From an optimization exercise on the open Yosys and OpenROAD flow, aimed at small area, a short achievable clock period and few clock cycles per item; shortcuts taken in it are not production practice.
No functional check of the RTL was part of this run.

## flow/design.v

```verilog
module card_step (
    input  wire         clk,
    input  wire         rst,           
    input  wire         start,
    output wire         ready,
    output reg          done,
    input  wire [23:0]  active,
    input  wire [383:0] iavg,          
    input  wire [3:0]   shift,
    input  wire [7:0]   lim,
    input  wire [23:0]  clr,           
    output wire [215:0] trim,          
    output reg  [23:0]  at_lim
);
    localparam integer K  = 6;                   
    localparam integer G  = 24 / K;              
    reg st_idle, st_p1, st_d1a, st_d1b, st_p2, st_d2, st_p3;
    reg [4:0] g;                       
    reg signed [8:0]  tr [0:23];
    reg signed [15:0] ir [0:K-1];      
    reg [K-1:0]       ar;              
    reg [3:0]         sh_r;
    reg [7:0]         lim_r;
    reg signed [20:0] acc;             
    reg [4:0]         n_r;
    reg [4:0]         drem;
    reg [15:0]        dq;
    reg signed [15:0] m_r;
    reg signed [9:0]  mean_r;
    assign ready = st_idle;
    genvar gc;
    generate
        for (gc = 0; gc < 24; gc = gc + 1) begin : g_out
            assign trim[9*gc +: 9] = tr[gc];
        end
    endgenerate
    wire in_pass = st_p1 | st_p2 | st_p3;
    wire last_g  = (g == G - 1);
    wire [4:0] sel = (in_pass && !last_g) ? g + 5'd1 : 5'd0;
    reg signed [4:0]  dl   [0:K-1];    
    reg signed [8:0]  nv   [0:K-1];    
    reg [K-1:0]       lflag;           
    integer j, k, kl, jj;
    reg signed [16:0] u;
    reg [19:0]        uu;
    reg [10:0]        y3;
    reg [6:0]         y2;
    reg [4:0]         y1;
    reg [3:0]         w;
    reg [18:0]        e;
    reg signed [10:0] a, x;
    always @(*) begin
        for (jj = 0; jj < K; jj = jj + 1) begin
            u  = m_r - ir[jj];
            uu = {{3{u[16]}}, u};
            y3 = sh_r[3] ? uu[18:8] : uu[10:0];
            y2 = sh_r[2] ? y3[10:4] : y3[6:0];
            y1 = sh_r[1] ? y2[6:2]  : y2[4:0];
            w  = sh_r[0] ? y1[4:1]  : y1[3:0];
            e[18] = 1'b1;
            e[17] = 1'b1;
            e[16] = 1'b1;
            for (kl = 15; kl >= 0; kl = kl - 1)
                e[kl] = e[kl+1] & (u[kl] == u[16]);
            if (e[sh_r + 5'd3])
                dl[jj] = {w[3], w};
            else
                dl[jj] = u[16] ? -5'sd8 : 5'sd8;
            a = tr[jj*G] - mean_r;
            x = a + dl[jj];
            if (x >= $signed({3'b000, lim_r})) begin
                nv[jj]    = {1'b0, lim_r};
                lflag[jj] = 1'b1;
            end else if (x <= -$signed({3'b000, lim_r})) begin
                nv[jj]    = -$signed({1'b0, lim_r});
                lflag[jj] = 1'b1;
            end else begin
                nv[jj]    = x[8:0];
                lflag[jj] = 1'b0;
            end
        end
    end
    reg signed [20:0] lsum;
    reg [4:0]         lcnt;
    integer jl;
    always @(*) begin
        lsum = 21'sd0;
        lcnt = 5'd0;
        for (jl = 0; jl < K; jl = jl + 1) begin
            lcnt = lcnt + {4'd0, ar[jl]};
            lsum = lsum + (ar[jl] ? (st_p1 ? ir[jl] : 16'sd0 + tr[jl*G]) : 16'sd0)
                        + ((ar[jl] & ~st_p1) ? dl[jl] : 5'sd0);
        end
    end
    wire signed [20:0] acc_next = (g == 5'd0 ? 21'sd0 : acc) + lsum;
    wire [4:0] n_h  = {1'b0, n_r[4:1]};
    wire [5:0] n_2  = {n_r, 1'b0};
    wire [6:0] n_3  = {1'b0, n_2} + {2'b00, n_r};
    wire [4:0] off  = acc[20] ? n_r - 5'd1 - n_h : n_h;
    wire signed [20:0] xd = acc + $signed({16'd0, off});
    function automatic [6:0] rstep(input [4:0] rem, input [1:0] b, input [4:0] n1,
                                   input [5:0] n2, input [6:0] n3);
        reg [6:0] wv;
        reg [7:0] s1, s2, s3;
        begin
            wv = {rem, b};
            s1 = {1'b0, wv} - {3'b000, n1};
            s2 = {1'b0, wv} - {2'b00, n2};
            s3 = {1'b0, wv} - {1'b0, n3};
            if (!s3[7])
                rstep = {2'd3, s3[4:0]};
            else if (!s2[7])
                rstep = {2'd2, s2[4:0]};
            else if (!s1[7])
                rstep = {2'd1, s1[4:0]};
            else
                rstep = {2'd0, wv[4:0]};
        end
    endfunction
    reg [4:0] ra;
    reg [7:0] qa;
    reg [6:0] sa;
    integer ka;
    always @(*) begin
        qa = 8'd0;
        ra = xd[20:16] + (xd[20] ? n_r : 5'd0);
        for (ka = 0; ka < 4; ka = ka + 1) begin
            sa = rstep(ra, xd[15-2*ka -: 2], n_r, n_2, n_3);
            qa = {qa[5:0], sa[6:5]};
            ra = sa[4:0];
        end
    end
    reg [4:0] rb;
    reg [7:0] qb;
    reg [6:0] sb;
    integer kb;
    always @(*) begin
        qb = 8'd0;
        rb = drem;
        for (kb = 0; kb < 4; kb = kb + 1) begin
            sb = rstep(rb, dq[7-2*kb -: 2], n_r, n_2, n_3);
            qb = {qb[5:0], sb[6:5]};
            rb = sb[4:0];
        end
    end
    reg [4:0] rc;
    reg [9:0] qc;
    reg [6:0] sc;
    integer kc;
    always @(*) begin
        qc = 10'd0;
        rc = xd[14:10] + (xd[20] ? n_r : 5'd0);
        for (kc = 0; kc < 5; kc = kc + 1) begin
            sc = rstep(rc, xd[9-2*kc -: 2], n_r, n_2, n_3);
            qc = {qc[7:0], sc[6:5]};
            rc = sc[4:0];
        end
    end
    always @(posedge clk) begin
        for (j = 0; j < K; j = j + 1) begin
            ir[j] <= $signed(iavg[16*(j*G + sel) +: 16]);
            ar[j] <= active[j*G + sel];
        end
        if (st_idle) begin
            sh_r  <= shift;
            lim_r <= lim;
        end
        if (st_p1 | st_p2)
            acc <= acc_next;
        if (st_p1)
            n_r <= (g == 5'd0 ? 5'd0 : n_r) + lcnt;
        if (st_d1a) begin
            drem <= ra;
            dq   <= {qa, xd[7:0]};
        end
        if (st_d1b)
            m_r <= {dq[15:8], qb};
        if (st_d2)
            mean_r <= qc;
        if (rst) begin
            st_idle <= 1'b1;
            st_p1   <= 1'b0;
            st_d1a  <= 1'b0;
            st_d1b  <= 1'b0;
            st_p2   <= 1'b0;
            st_d2   <= 1'b0;
            st_p3   <= 1'b0;
            done    <= 1'b0;
            g       <= 5'd0;
            at_lim  <= 24'd0;
            for (k = 0; k < 24; k = k + 1)
                tr[k] <= 9'sd0;
        end else begin
            done <= 1'b0;
            g    <= (in_pass && !last_g) ? g + 5'd1 : 5'd0;
            if (st_idle) begin
                if (start) begin
                    st_idle <= 1'b0;
                    st_p1   <= 1'b1;
                end else
                    for (k = 0; k < 24; k = k + 1)
                        if (clr[k])
                            tr[k] <= 9'sd0;
            end
            if (st_p1 && last_g) begin
                st_p1  <= 1'b0;
                st_d1a <= 1'b1;
            end
            if (st_d1a) begin
                st_d1a <= 1'b0;
                if (n_r < 5'd2) begin
                    at_lim  <= 24'd0;
                    done    <= 1'b1;
                    st_idle <= 1'b1;
                end else
                    st_d1b <= 1'b1;
            end
            if (st_d1b) begin
                st_d1b <= 1'b0;
                st_p2  <= 1'b1;
            end
            if (st_p2 && last_g) begin
                st_p2 <= 1'b0;
                st_d2 <= 1'b1;
            end
            if (st_d2) begin
                st_d2 <= 1'b0;
                st_p3 <= 1'b1;
            end
            if (st_p2 | st_p3) begin
                for (k = 0; k < 24; k = k + 1)
                    if (k % G != G - 1)
                        tr[k] <= tr[k + 1];
                for (j = 0; j < K; j = j + 1)
                    tr[j*G + G - 1] <= (st_p3 && ar[j]) ? nv[j] : tr[j*G];
            end
            if (st_p3) begin
                for (j = 0; j < K; j = j + 1) begin
                    for (k = 0; k < G - 1; k = k + 1)
                        at_lim[j*G + k] <= at_lim[j*G + k + 1];
                    at_lim[j*G + G - 1] <= ar[j] & lflag[j];
                end
                if (last_g) begin
                    st_p3   <= 1'b0;
                    st_idle <= 1'b1;
                    done    <= 1'b1;
                end
            end
        end
    end
endmodule
```

## flow/run.sh

```bash
#!/bin/bash
# synth_recipe.tcl (not shown) runs the flow's synth.tcl, then flattens the netlist and writes it again
# the make line also repeats each setting of config.mk as NAME=value (left out here)
make -C /OpenROAD-flow-scripts/flow DESIGN_CONFIG=/design/flow/config.mk WORK_HOME=/design/flow/orfs CLKGATE_MAP_FILE= SYNTH_SCRIPT=/design/flow/synth_recipe.tcl finish
```

## flow/config.mk

```make
export PLATFORM = sky130hd
export DESIGN_NAME = card_step
export DESIGN_NICKNAME = card_step
export VERILOG_FILES = /design/flow/design.v
export SDC_FILE = /design/flow/constraint.sdc
export NUM_CORES = 4
export LEC_CHECK = 0
export ABC_AREA = 1
export CAP_MARGIN = 20
export CORE_MARGIN = 2
export CORE_UTILIZATION = 55
export SLEW_MARGIN = 20
```

## flow/constraint.sdc

```tcl
create_clock -name core_clock -period 40.0 [get_ports {clk}]
set_input_delay 8.0000 -clock core_clock [delete_from_list [all_inputs] [get_ports {clk}]]
set_output_delay 8.0000 -clock core_clock [all_outputs]
set_load 0.01 [all_outputs]
```

==> impl_summary.txt <==
----------------------------------------------------
[Flow run]
  Count of max-cap constraint violations ... 0

[Setup path]
  Required @ worst endpoint ... 40.38 ns
  Maximum fanout along the worst path ... 20
  Combined buffer and inverter count along the critical path ... 9
  Top Family by Delay on Critical Path ... compound AO/OA/AOI/OAI gates
  CP Data Arrival Time ... 13.34 ns
  Stage delay of the slowest cell on the critical path ... 0.46 ns
  CP Class ... register to register
  CP max-delay cell ... sky130_fd_sc_hd__inv_2
  Critical path launch point type ... register
  Critical Path Most Common Cell ... sky130_fd_sc_hd__nand2_1
  Worst Setup End Kind ... register

[Clocking]
  Buffer depth of the longest clock path ... 3
  Clock tree sinks ... 440
  Clock transition at the register clock pins on the worst setup and hold paths after CTS ... 0.07 ns
  Post-CTS setup buffers ... 0
  Root buffer cell ... sky130_fd_sc_hd__clkbuf_16
  TritonCTS clock tree ... built
  Quantity of gates resized following cts ... 0
  Number of CTS-inserted buffers ... 49
  Latest clock arrival within the worst-skew pair ... 0.64 ns
  Htree depth ... 2
  Hold Buf Count CTS ... 0

[Synth]
  Distinct cell type count after synthesis ... 67
  Async S/R FF share, synth ... 0%
  Net count after synthesis ... 8213
  Post-Synthesis Cell Area ... 49500 µm²
  Share of the synthesized area in the top cell type ... 14.4%
  Commonest cells in the synthesized netlist ... sky130_fd_sc_hd__nand2_1 (1628), sky130_fd_sc_hd__inv_1 (777), sky130_fd_sc_hd__a21oi_1 (696)
  Area leader, netlist ... sky130_fd_sc_hd__dfxtp_1
  Most used standard cell by instance count after synthesis ... sky130_fd_sc_hd__nand2_1
  Area contributors post-synth ... sky130_fd_sc_hd__dfxtp_1 (14%), sky130_fd_sc_hd__ha_1 (13%), sky130_fd_sc_hd__nand2_1 (12%)
  Mean instance size in the synthesized netlist ... 7.12 µm²
  Number of synthesized register bits ... 440
  Sequential cell area fraction in the yosys report ... 19.5%
  Cell count after synthesis ... 6948
  Count of yosys warnings during synthesis ... 5
  Number of flops mapped to enable cells by yosys ... 85
  Most common flop cell mapped by yosys ... sky130_fd_sc_hd__dfxtp_1

[Place]
  HPWL after detailed placement ... 164000 µm
  Worst slack at placement ... 27.19 ns
  Port buffer count ... 688
  Placer Congestion ... 1.04

[Timing]
  Worst slew margin relative to its limit ... 21.4%
  Measured slew at the worst slew-check pin ... 1.18 ns
  Final Max Slew Viols ... 0
  Post-route fraction of the period consumed by the critical path ... 32.4%
  Post-Route Skew ... 0.0383 ns
  Highest achievable clock rate ... 0.0772 GHz
  Final number of setup-violating endpoints ... 0
  Sum of negative setup slack ... 0 ns
  Setup repair after global routing missed its margin ... false
  Minimum period implied by the final worst setup slack ... 12.96 ns
  Worst Slack Setup Final ... 27.04 ns
  Number of hold violations in the final report ... 0

[Global routing]
  Global-route congestion overflow total ... 0
  GR Util met3 ... 11.5%
  Fraction of met2 tracks used by global routing ... 67.3%
  Initial antenna violation count ... 17
  Total GRT Usage ... 43.1%
  First-pass GRT wire length ... 306000 µm
  Via count of the first global-routing pass ... 50284
  Global-route layer with the greatest usage ... met2
  GR Util met1 ... 54.1%
  Maximum number of pins on one net before global-route repair ... 200

[Cells and area]
  Final-stage net count ... 8728
  Share of cells above drive strength 1 ... 4.03%
  P&R area growth vs syn ... 19.3%

[Detailed routing]
  DRC violation count after routing ... 0
  First-pass detailed-route iteration total ... 6
  Via count ... 52505
  Vias per std cell ... 6.05
  Final routed wirelength across all metal layers ... 204000 µm
  Number of violations reported at the end of detailed-routing iteration 0 ... 6688
  Average wire per standard cell ... 23.5 µm
  Count of antenna-violating nets left after detailed routing ... 0

[Floorplanning]
  Area of the core ... 89600 µm²
  Die height ... 304 µm
  Die footprint ... 92400 µm²
  Floorplan row count ... 110
  Initial cell density of the core ... 55.2%
  Count of pins on the block boundary ... 689
  Chip Width ... 304 µm

[Hold path]
  HP Class ... register to register

[Outcome]
  Outcome ... timing/DRC/antenna clean

----------------------------------------------------
==> per-stage QoR <==
step / hold slack, ns / cells / cell area, µm² / util (%)
detailed placement: 0.405 / 8588 / 57300 / 64.0
finish: 0.417 / 8684 / 59000 / 65.9
global route: 0.428 / 8682 / 59000 / 65.9
CTS: 0.419 / 8679 / 59000 / 65.8
global placement: 0.407 / 8588 / 57300 / 64.0
floorplan: 0.400 / 6948 / 49500 / -
==> final cells by class <==
cell class,instances,area [µm²]
Antenna cell,5,12.5
Clock inverter,26,305
Sequential cell,440,9660
Fill cell,8014,30600
Tap cell,1176,1470
Timing Repair Buffer,747,7340
Inverter,813,3060
Clock buffer,65,1390
Multi-Input combinational cell,5412,35800
==> registers in the layout, summed over array words and instances (netlist names), 4 cells and up <==
name and count:
dq 16, ar 6, m_r 16, sh_r 4, g 5, acc 21
drem 5, n_r 5, at_lim 24, ir 96, mean_r 10, tr 216
lim_r 8
==> final timing paths <==
| kind | to | from | depth (start not counted) | slack [ns] |
|---|---|---|---|---|
| setup reg to reg | mean_r[1]$_SDFFCE_PN1P_ | n_r[1]$_DFFE_PP_ | 67 | 27.04 |
| hold / removal | m_r[13]$_DFFE_PP_ | dq[13]$_SDFFCE_PN1P_ | 0 | 0.42 |
| setup / recovery | mean_r[1]$_SDFFCE_PN1P_ | n_r[1]$_DFFE_PP_ | 67 | 27.04 |
| hold reg to reg | m_r[13]$_DFFE_PP_ | dq[13]$_SDFFCE_PN1P_ | 0 | 0.42 |
==> cells by family (layout without fill, tap and decap cells) <==
family	after synthesis	count (layout)	synth area share [%]
mux	8	8	0.180
other cells	0	5	0
flops	440	440	19.5
simple gates	2620	2620	22.5
xor+xnor	258	258	4.58
buf+inv	1096	1651	8.33
compound gates	1708	1708	19.8
fa+ha+maj	818	818	25.1
==> cells in the final DEF, fill, tap and decap left out, types with 51 or more instances in the layout <==
cell type | synthesis | routed
sky130_fd_sc_hd__o21ai_0 | 477 | 477
sky130_fd_sc_hd__buf_4 | 1 | 58
sky130_fd_sc_hd__a31oi_1 | 80 | 80
sky130_fd_sc_hd__fa_1 | 292 | 292
sky130_fd_sc_hd__o21bai_1 | 90 | 90
sky130_fd_sc_hd__nor2_1 | 313 | 309
sky130_fd_sc_hd__xnor2_1 | 81 | 81
sky130_fd_sc_hd__edfxtp_1 | 85 | 85
sky130_fd_sc_hd__o22ai_1 | 51 | 51
sky130_fd_sc_hd__xor2_1 | 176 | 176
sky130_fd_sc_hd__o211ai_1 | 153 | 153
sky130_fd_sc_hd__clkbuf_16 | 0 | 51
sky130_fd_sc_hd__ha_1 | 526 | 526
sky130_fd_sc_hd__inv_1 | 777 | 774
sky130_fd_sc_hd__nand3_1 | 487 | 485
sky130_fd_sc_hd__nand2_1 | 1628 | 1627
sky130_fd_sc_hd__clkdlybuf4s50_1 | 0 | 687
sky130_fd_sc_hd__a21oi_1 | 696 | 696
sky130_fd_sc_hd__dfxtp_1 | 355 | 353
==> metal layers <==
| metal | up-vias | wire length [µm] |
|---|---|---|
| met3 | 627 | 23000 |
| met5 | - | 83 |
| li1 | 24340 | - |
| met1 | 24632 | 78200 |
| met2 | 2894 | 90100 |
| met4 | 12 | 13100 |
==> worst reg2reg max path, delay by kind of cell (launching register included) <==
kind / cells / cell delay [ns]
and+or+nand+nor: 24 / 2.55
xor gates and xnor gates: 1 / 0.39
DFF: 1 / 0.38
AOI/OAI and AO/OA: 24 / 4.52
buffers and inverters: 9 / 1.73
adders and majority gates: 9 / 3.17

==> what the ideal ports hide <==
Ports are ideal in the flow. The routed layout listed here was re-timed in OpenROAD.
Step 1 (the two cells are an assumption about what drives the block):
set clk [get_ports {clk}]
set_driving_cell -lib_cell sky130_fd_sc_hd__clkbuf_16 $clk
set_driving_cell -lib_cell sky130_fd_sc_hd__buf_2 [delete_from_list [all_inputs] $clk]
Step 2 adds t to the input delays and takes it off the output delays; t is the mean of the earliest and latest rising clock arrival at the registers after step 1. Input paths then give back, and output paths get back, about the clock's delay inside the block.
Three values: ideal, step 1, step 2; two values: the first two.
t, ns: 0.699
setup slack, ns: 27.039 / 27.039 / 27.039
worst slew at a driven data input, ns: 0.16
After both steps setup and hold are still met in this run. For this run, drivers alone change the setup slack by 0.000 ns; drivers and shift together by 0.000 ns.
